This design comes from an exercise in tuning for small area, a short achievable clock period and few clock cycles per item on the open sky130 flow, not from production work.
RTL that was checked went through simulation tests only; none was proved equivalent to the original.

==> v32: inputs <==
==> flow/design.v <==
module lg_encoder (
    input  wire        clk,
    input  wire        rst,
    input  wire        in_valid,
    output wire        in_ready,
    input  wire [63:0] in_word,
    output wire        out_valid,
    input  wire        out_ready,
    output wire [63:0] out_word,
    output wire [2:0]  out_code,
    output wire        out_last
);
    localparam [1:0] T_ZERO = 2'b00, T_REPEAT = 2'b01, T_DELTA = 2'b10, T_LIT = 2'b11;
    localparam [1:0] M_ZERO = 2'd0, M_COMP = 2'd1, M_RAW = 2'd2;
    reg  [63:0] in_r;
    reg         in_v;
    reg  [63:0] prev;          
    reg  [4:0]  wc;            
    reg  [8:0]  pbytes;        
    reg         allz;          
    reg         hasd;          
    reg  [4:0]  dpos;          
    reg  [63:0] hdr_acc;       
    reg  [63:0] acc;           
    reg  [3:0]  an;            
    reg         flush;         
    reg  [63:0] wbuf;
    reg         wbuf_v;
    reg  [63:0] mem [0:31];
    reg  [4:0]  wp;
    reg  [31:0] rsel;          
    reg  [5:0]  cnt;           
    reg         q_v;
    reg  [1:0]  q_mode;
    reg  [2:0]  q_code;
    reg  [63:0] q_hdr;
    reg  [5:0]  q_nb;          
    reg  [4:0]  q_last;        
    reg         q_hd;
    reg  [4:0]  q_d;
    reg         cur_v;
    reg  [1:0]  cur_mode;
    reg  [4:0]  k;             
    reg  [5:0]  cur_nb;
    reg  [4:0]  cur_last;
    reg         cur_hd;
    reg  [4:0]  cur_d;
    reg  [63:0] ob;
    reg         ob_v;
    reg  [2:0]  ob_code;
    reg         ob_last;
    reg  [47:0] pb;            
    wire        first = (wc == 5'd0);
    wire [63:0] a = in_r;
    wire [63:0] b = prev;
    wire        is_zero = (a == 64'd0);
    wire        is_eq   = (a == b);
    wire [48:0] ah = a[63:15];
    wire [48:0] bh = b[63:15];
    wire        brw = (a[14:0] < b[14:0]);
    reg  [48:0] cp, cm;
    integer ii;
    always @(*) begin
        cp[0] = 1'b1; cm[0] = 1'b1;
        for (ii = 1; ii < 49; ii = ii + 1) begin
            cp[ii] = cp[ii-1] & bh[ii-1];     
            cm[ii] = cm[ii-1] & ah[ii-1];     
        end
    end
    wire        hi_eq = (ah == bh);
    wire        hi_p1 = ((ah ^ bh ^ cp) == 49'd0);    
    wire        hi_m1 = ((ah ^ bh ^ cm) == 49'd0);    
    wire        small_n = hi_eq | (brw ? hi_p1 : hi_m1);
    wire        small_f = (a[63:15] == {49{1'b0}}) || (a[63:15] == {49{1'b1}});
    wire [15:0] dlt = a[15:0] - (first ? 16'd0 : b[15:0]);
    reg  [1:0]  tag;
    always @(*) begin
        if (is_zero)                  tag = T_ZERO;
        else if (!first && is_eq)     tag = T_REPEAT;
        else if (first ? small_f : small_n) tag = T_DELTA;
        else                          tag = T_LIT;
    end
    wire        can_write = (cnt != 6'd32);
    wire        adv = !(wbuf_v && !can_write) && !(flush && q_v);
    assign in_ready = adv;
    wire        take = adv && in_v;                   
    wire [3:0]  plen = !take ? 4'd0 : (tag == T_LIT) ? 4'd8 : (tag == T_DELTA) ? 4'd2 : 4'd0;
    wire [63:0] pay  = plen[3] ? a : plen[1] ? {48'd0, dlt} : 64'd0;
    reg  [127:0] comb;
    always @(*) begin
        case (an)
            4'd0:    comb = {64'd0, pay};
            4'd2:    comb = {48'd0, pay, acc[15:0]};
            4'd4:    comb = {32'd0, pay, acc[31:0]};
            4'd6:    comb = {16'd0, pay, acc[47:0]};
            default: comb = {pay, acc};
        endcase
    end
    wire [4:0]  ctot = {1'b0, an} + {1'b0, plen};
    wire        do_flush = flush && (an != 4'd0);
    wire        emit = adv && (do_flush || ctot >= 5'd8);
    wire [63:0] emit_beat = do_flush ? acc : comb[63:0];
    wire        raw_g  = (pbytes > 9'd248);
    wire [2:0]  nsec   = (pbytes <= 9'd56) ? 3'd1 : (pbytes <= 9'd120) ? 3'd2 :
                         (pbytes <= 9'd184) ? 3'd3 : 3'd4;
    wire [5:0]  nbeats = pbytes[8:3] + {5'd0, pbytes[2:0] != 3'd0};
    always @(posedge clk) begin
        if (adv) in_r <= in_word;
        if (take) prev <= a;
        if (take) hdr_acc <= {tag, hdr_acc[63:2]};
        if (adv) begin
            if (do_flush) begin
                acc <= pay;
            end else if (ctot >= 5'd8) begin
                acc <= comb[127:64];
            end else begin
                acc <= comb[63:0];
            end
        end
        if (emit) wbuf <= emit_beat;
        if (wbuf_v && can_write) mem[wp] <= wbuf;
    end
    always @(posedge clk) begin
        if (rst) begin
            in_v   <= 1'b0;
            wc     <= 5'd0;
            pbytes <= 9'd0;
            allz   <= 1'b1;
            hasd   <= 1'b0;
            an     <= 4'd0;
            flush  <= 1'b0;
            wbuf_v <= 1'b0;
            wp     <= 5'd0;
        end else begin
            if (adv) begin
                in_v  <= in_valid;
                flush <= take && (wc == 5'd31);
                if (do_flush)
                    an <= plen;
                else if (ctot >= 5'd8)
                    an <= ctot[3:0] - 4'd8;
                else
                    an <= ctot[3:0];
            end
            if (adv) wbuf_v <= emit;
            else if (can_write) wbuf_v <= 1'b0;
            if (flush && adv) begin
                pbytes <= {5'd0, plen};
                allz   <= !take || is_zero;
                hasd   <= take && tag == T_DELTA;
                dpos   <= 5'd0;
                wc     <= take ? 5'd1 : 5'd0;
            end else if (take) begin
                pbytes <= pbytes + {5'd0, plen};
                if (!is_zero) allz <= 1'b0;
                if (tag == T_DELTA) begin hasd <= 1'b1; dpos <= wc; end
                wc <= wc + 5'd1;
            end
            if (wbuf_v && can_write) wp <= wp + 5'd1;
        end
    end
    reg [63:0] rd;
    integer r;
    always @(*) begin
        rd = 64'd0;
        for (r = 0; r < 32; r = r + 1)
            rd = rd | ({64{rsel[r]}} & mem[r]);
    end
    wire        from_q   = !cur_v;
    wire [1:0]  s_mode   = from_q ? q_mode : cur_mode;
    wire [4:0]  s_k      = from_q ? 5'd0 : k;
    wire [5:0]  s_nb     = from_q ? q_nb : cur_nb;
    wire [4:0]  s_last   = from_q ? q_last : cur_last;
    wire        s_hd     = from_q ? q_hd : cur_hd;
    wire [4:0]  s_d      = from_q ? q_d : cur_d;
    wire        nx_avail = cur_v || q_v;
    wire        raw_at    = s_hd && (s_k == s_d);
    wire        raw_after = s_hd && (s_k > s_d);
    wire [63:0] prevw     = (s_k == 5'd0) ? 64'd0 : ob;
    wire [63:0] dsum      = prevw + {{48{rd[15]}}, rd[15:0]};
    wire        comp_mem  = (s_k != 5'd0) && ({1'b0, s_k} <= s_nb);
    reg  [63:0] nx_word;
    reg         nx_read;
    always @(*) begin
        nx_read = 1'b0;
        case (s_mode)
            M_RAW: begin
                nx_read = 1'b1;
                if (raw_at)         nx_word = dsum;
                else if (raw_after) nx_word = {rd[15:0], pb};
                else                nx_word = rd;
            end
            M_COMP: begin
                if (s_k == 5'd0)    nx_word = q_hdr;
                else if (comp_mem) begin nx_word = rd; nx_read = 1'b1; end
                else                nx_word = 64'd0;
            end
            default:                nx_word = 64'd0;
        endcase
    end
    wire load = (!ob_v || out_ready) && nx_avail;
    wire rdo  = load && nx_read;
    always @(posedge clk) begin
        if (load) begin
            ob      <= nx_word;
            ob_code <= from_q ? q_code : ob_code;
            ob_last <= (s_k == s_last);
        end
        if (rdo) pb <= rd[63:16];
        if (load && from_q) begin
            cur_mode <= q_mode;
            cur_nb   <= q_nb;
            cur_last <= q_last;
            cur_hd   <= q_hd;
            cur_d    <= q_d;
        end
        if (flush && adv) begin
            q_hdr  <= hdr_acc;
            q_nb   <= nbeats;
            q_hd   <= hasd && raw_g;
            q_d    <= dpos;
            if (allz) begin
                q_mode <= M_ZERO; q_code <= 3'd0; q_last <= 5'd0;
            end else if (raw_g) begin
                q_mode <= M_RAW;  q_code <= 3'd5; q_last <= 5'd31;
            end else begin
                q_mode <= M_COMP; q_code <= nsec; q_last <= {nsec[1:0] - 2'd1, 3'b111};
            end
        end
    end
    always @(posedge clk) begin
        if (rst) begin
            ob_v  <= 1'b0;
            q_v   <= 1'b0;
            cur_v <= 1'b0;
            k     <= 5'd0;
            rsel  <= 32'd1;
            cnt   <= 6'd0;
        end else begin
            if (load) ob_v <= 1'b1;
            else if (out_ready) ob_v <= 1'b0;
            if (load) begin
                if (s_k == s_last) begin
                    cur_v <= 1'b0;
                end else begin
                    cur_v <= 1'b1;
                    k     <= s_k + 5'd1;
                end
            end
            if (flush && adv) q_v <= 1'b1;
            else if (load && from_q) q_v <= 1'b0;
            if (rdo) rsel <= {rsel[30:0], rsel[31]};
            cnt <= cnt + {5'd0, (wbuf_v && can_write)} - {5'd0, rdo};
        end
    end
    assign out_valid = ob_v;
    assign out_word  = ob;
    assign out_code  = ob_code;
    assign out_last  = ob_last;
endmodule
==> flow/run.sh <==
#!/bin/bash
# synth_recipe.tcl (not shown) runs the flow's synth.tcl, then flattens the netlist and writes it again
# the make line also repeats each setting of config.mk as NAME=value (left out here)
make -C /OpenROAD-flow-scripts/flow DESIGN_CONFIG=/design/flow/config.mk WORK_HOME=/design/flow/orfs CLKGATE_MAP_FILE= SYNTH_SCRIPT=/design/flow/synth_recipe.tcl finish
==> flow/config.mk <==
export PLATFORM = sky130hd
export DESIGN_NAME = lg_encoder
export DESIGN_NICKNAME = lg_encoder
export VERILOG_FILES = /design/flow/design.v
export SDC_FILE = /design/flow/constraint.sdc
export NUM_CORES = 4
export LEC_CHECK = 0
export CAP_MARGIN = 20
export CORE_MARGIN = 2
export CORE_UTILIZATION = 40
export SLEW_MARGIN = 20
==> flow/constraint.sdc <==
create_clock -name core_clock -period 10.0 [get_ports {clk}]
set_input_delay 2.0000 -clock core_clock [delete_from_list [all_inputs] [get_ports {clk}]]
set_output_delay 2.0000 -clock core_clock [all_outputs]
set_load 0.01 [all_outputs]
==> v39: changes against v32 <==
--- a/flow/design.v
+++ b/flow/design.v
@@ -15,7 +15,12 @@
     reg  [63:0] in_r;
     reg         in_v;
     reg  [63:0] prev;          
-    reg  [4:0]  wc;            
+    reg  [4:0]  wt;            
+    reg         tg_v;          
+    reg  [1:0]  tg;            
+    reg  [15:0] tg_d;          
+    reg         tg_last;       
+    reg  [4:0]  wp_n;          
     reg  [8:0]  pbytes;        
     reg         allz;          
     reg         hasd;          
@@ -24,8 +29,6 @@
     reg  [63:0] acc;           
     reg  [3:0]  an;            
     reg         flush;         
-    reg  [63:0] wbuf;
-    reg         wbuf_v;
     reg  [63:0] mem [0:31];
     reg  [4:0]  wp;
     reg  [31:0] rsel;          
@@ -50,7 +53,9 @@
     reg  [2:0]  ob_code;
     reg         ob_last;
     reg  [47:0] pb;            
-    wire        first = (wc == 5'd0);
+    wire        adv = !(flush && q_v) && ((cnt != 6'd32) || (flush && an == 4'd0));
+    assign in_ready = adv;
+    wire        first = (wt == 5'd0);
     wire [63:0] a = in_r;
     wire [63:0] b = prev;
     wire        is_zero = (a == 64'd0);
@@ -80,12 +85,9 @@
         else if (first ? small_f : small_n) tag = T_DELTA;
         else                          tag = T_LIT;
     end
-    wire        can_write = (cnt != 6'd32);
-    wire        adv = !(wbuf_v && !can_write) && !(flush && q_v);
-    assign in_ready = adv;
-    wire        take = adv && in_v;                   
-    wire [3:0]  plen = !take ? 4'd0 : (tag == T_LIT) ? 4'd8 : (tag == T_DELTA) ? 4'd2 : 4'd0;
-    wire [63:0] pay  = plen[3] ? a : plen[1] ? {48'd0, dlt} : 64'd0;
+    wire        take = adv && tg_v;
+    wire [3:0]  plen = !tg_v ? 4'd0 : (tg == T_LIT) ? 4'd8 : (tg == T_DELTA) ? 4'd2 : 4'd0;
+    wire [63:0] pay  = plen[3] ? prev : plen[1] ? {48'd0, tg_d} : 64'd0;
     reg  [127:0] comb;
     always @(*) begin
         case (an)
@@ -97,66 +99,72 @@
         endcase
     end
     wire [4:0]  ctot = {1'b0, an} + {1'b0, plen};
-    wire        do_flush = flush && (an != 4'd0);
-    wire        emit = adv && (do_flush || ctot >= 5'd8);
-    wire [63:0] emit_beat = do_flush ? acc : comb[63:0];
+    wire        full8 = (ctot >= 5'd8);
+    wire        emit = adv && (flush ? (an != 4'd0) : full8);
+    wire [63:0] emit_beat = flush ? acc : comb[63:0];
     wire        raw_g  = (pbytes > 9'd248);
     wire [2:0]  nsec   = (pbytes <= 9'd56) ? 3'd1 : (pbytes <= 9'd120) ? 3'd2 :
                          (pbytes <= 9'd184) ? 3'd3 : 3'd4;
     wire [5:0]  nbeats = pbytes[8:3] + {5'd0, pbytes[2:0] != 3'd0};
     always @(posedge clk) begin
-        if (adv) in_r <= in_word;
-        if (take) prev <= a;
-        if (take) hdr_acc <= {tag, hdr_acc[63:2]};
         if (adv) begin
-            if (do_flush) begin
+            in_r <= in_word;
+            if (in_v) begin
+                prev <= a;
+                tg   <= tag;
+                tg_d <= dlt;
+                tg_last <= (wt == 5'd31);
+            end
+        end
+        if (take) hdr_acc <= {tg, hdr_acc[63:2]};
+        if (adv) begin
+            if (flush)
                 acc <= pay;
-            end else if (ctot >= 5'd8) begin
+            else if (full8)
                 acc <= comb[127:64];
-            end else begin
+            else
                 acc <= comb[63:0];
-            end
-        end
-        if (emit) wbuf <= emit_beat;
-        if (wbuf_v && can_write) mem[wp] <= wbuf;
+        end
+        if (emit) mem[wp] <= emit_beat;
     end
     always @(posedge clk) begin
         if (rst) begin
             in_v   <= 1'b0;
-            wc     <= 5'd0;
+            wt     <= 5'd0;
+            tg_v   <= 1'b0;
+            wp_n   <= 5'd0;
             pbytes <= 9'd0;
             allz   <= 1'b1;
             hasd   <= 1'b0;
             an     <= 4'd0;
             flush  <= 1'b0;
-            wbuf_v <= 1'b0;
             wp     <= 5'd0;
         end else begin
             if (adv) begin
-                in_v  <= in_valid;
-                flush <= take && (wc == 5'd31);
-                if (do_flush)
+                in_v <= in_valid;
+                tg_v <= in_v;
+                if (in_v) wt <= wt + 5'd1;
+                flush <= take && tg_last;
+                if (flush)
                     an <= plen;
-                else if (ctot >= 5'd8)
+                else if (full8)
                     an <= ctot[3:0] - 4'd8;
                 else
                     an <= ctot[3:0];
             end
-            if (adv) wbuf_v <= emit;
-            else if (can_write) wbuf_v <= 1'b0;
             if (flush && adv) begin
                 pbytes <= {5'd0, plen};
-                allz   <= !take || is_zero;
-                hasd   <= take && tag == T_DELTA;
+                allz   <= !take || tg == T_ZERO;
+                hasd   <= take && tg == T_DELTA;
                 dpos   <= 5'd0;
-                wc     <= take ? 5'd1 : 5'd0;
+                wp_n   <= take ? 5'd1 : 5'd0;
             end else if (take) begin
                 pbytes <= pbytes + {5'd0, plen};
-                if (!is_zero) allz <= 1'b0;
-                if (tag == T_DELTA) begin hasd <= 1'b1; dpos <= wc; end
-                wc <= wc + 5'd1;
-            end
-            if (wbuf_v && can_write) wp <= wp + 5'd1;
+                if (tg != T_ZERO) allz <= 1'b0;
+                if (tg == T_DELTA) begin hasd <= 1'b1; dpos <= wp_n; end
+                wp_n <= wp_n + 5'd1;
+            end
+            if (emit) wp <= wp + 5'd1;
         end
     end
     reg [63:0] rd;
@@ -176,9 +184,15 @@
     wire        nx_avail = cur_v || q_v;
     wire        raw_at    = s_hd && (s_k == s_d);
     wire        raw_after = s_hd && (s_k > s_d);
-    wire [63:0] prevw     = (s_k == 5'd0) ? 64'd0 : ob;
-    wire [63:0] dsum      = prevw + {{48{rd[15]}}, rd[15:0]};
-    wire        comp_mem  = (s_k != 5'd0) && ({1'b0, s_k} <= s_nb);
+    wire        k0     = (s_k == 5'd0);
+    wire [16:0] lo_sum = {1'b0, k0 ? 16'd0 : ob[15:0]} + {1'b0, rd[15:0]};
+    wire [47:0] hi_inc = ob[63:16] + 48'd1;
+    wire [47:0] hi_dec = ob[63:16] - 48'd1;
+    wire [47:0] hi_sum = k0 ? {48{rd[15]}} :
+                         (rd[15] == lo_sum[16]) ? ob[63:16] :
+                         rd[15] ? hi_dec : hi_inc;
+    wire [63:0] dsum   = {hi_sum, lo_sum[15:0]};
+    wire        comp_mem  = !k0 && ({1'b0, s_k} <= s_nb);
     reg  [63:0] nx_word;
     reg         nx_read;
     always @(*) begin
@@ -191,7 +205,7 @@
                 else                nx_word = rd;
             end
             M_COMP: begin
-                if (s_k == 5'd0)    nx_word = q_hdr;
+                if (k0)             nx_word = q_hdr;
                 else if (comp_mem) begin nx_word = rd; nx_read = 1'b1; end
                 else                nx_word = 64'd0;
             end
@@ -250,7 +264,7 @@
             if (flush && adv) q_v <= 1'b1;
             else if (load && from_q) q_v <= 1'b0;
             if (rdo) rsel <= {rsel[30:0], rsel[31]};
-            cnt <= cnt + {5'd0, (wbuf_v && can_write)} - {5'd0, rdo};
+            cnt <= cnt + {5'd0, emit} - {5'd0, rdo};
         end
     end
     assign out_valid = ob_v;
--- a/flow/config.mk
+++ b/flow/config.mk
@@ -7,5 +7,6 @@
 export LEC_CHECK = 0
 export CAP_MARGIN = 20
 export CORE_MARGIN = 2
-export CORE_UTILIZATION = 40
+export CORE_UTILIZATION = 60
+export SETUP_SLACK_MARGIN = 5
 export SLEW_MARGIN = 20
==> run summary <==
item	v32	v39
Number of register bits inferred by synthesis	2662	2622
DRT iter0 DRCs	11700	12800
Total length of routed met3 wires	47800 um	57000 um
Multi-input combinational area share	21.6%	21.9%
Least-Margin Pin Slew	1240 ps	1180 ps
Clock buffer instance count of the final layout	347	345
Fillers	23100	11500
Outcome	no timing/DRC/antenna violations	no timing/DRC/antenna violations
Total number of vias	71900	72700
Number of different library cells in the post-synthesis netlist	94	89
Worst Slack Setup Final	2910 ps	4980 ps
Antenna violations before repair	13	23
Syn Std Cell Area	107000 um^2	106000 um^2
Testbench counts of v32, summed over its fixed seeds: cycles 77,046, groups 2,400.
No functional check of the RTL was part of v39.

[static timing again, ports no longer ideal]
The flow's constraints put no driver on any port. The routed layouts listed below were extracted and timed again, unchanged, in two steps. Step 1 assumes that a clkbuf_16 drives the clock port and a buf_2 every other input. Step 2 moves the port delays by t, midway between the first and last clock arrival at a register: inputs arrive t later, outputs are due t later. That takes back most of the time a late clock gives input paths. Slacks: no drivers / after step 1 / after step 2; pairs: no drivers / after step 1.
| run | t (ns) | slack for setup (ns) | cell pins on the clock port's net |
|---|---|---|---|
| v32 | 0.944 | 2.905 / 2.905 / 2.905 | 1 |
| v39 | 1.007 | 4.981 / 4.981 / 4.776 | 1 |
After both steps setup and hold are still met in every run listed. The setup slack of v39, which loses most, moves by 0.000 ns with the drivers and by -0.205 ns with both steps.
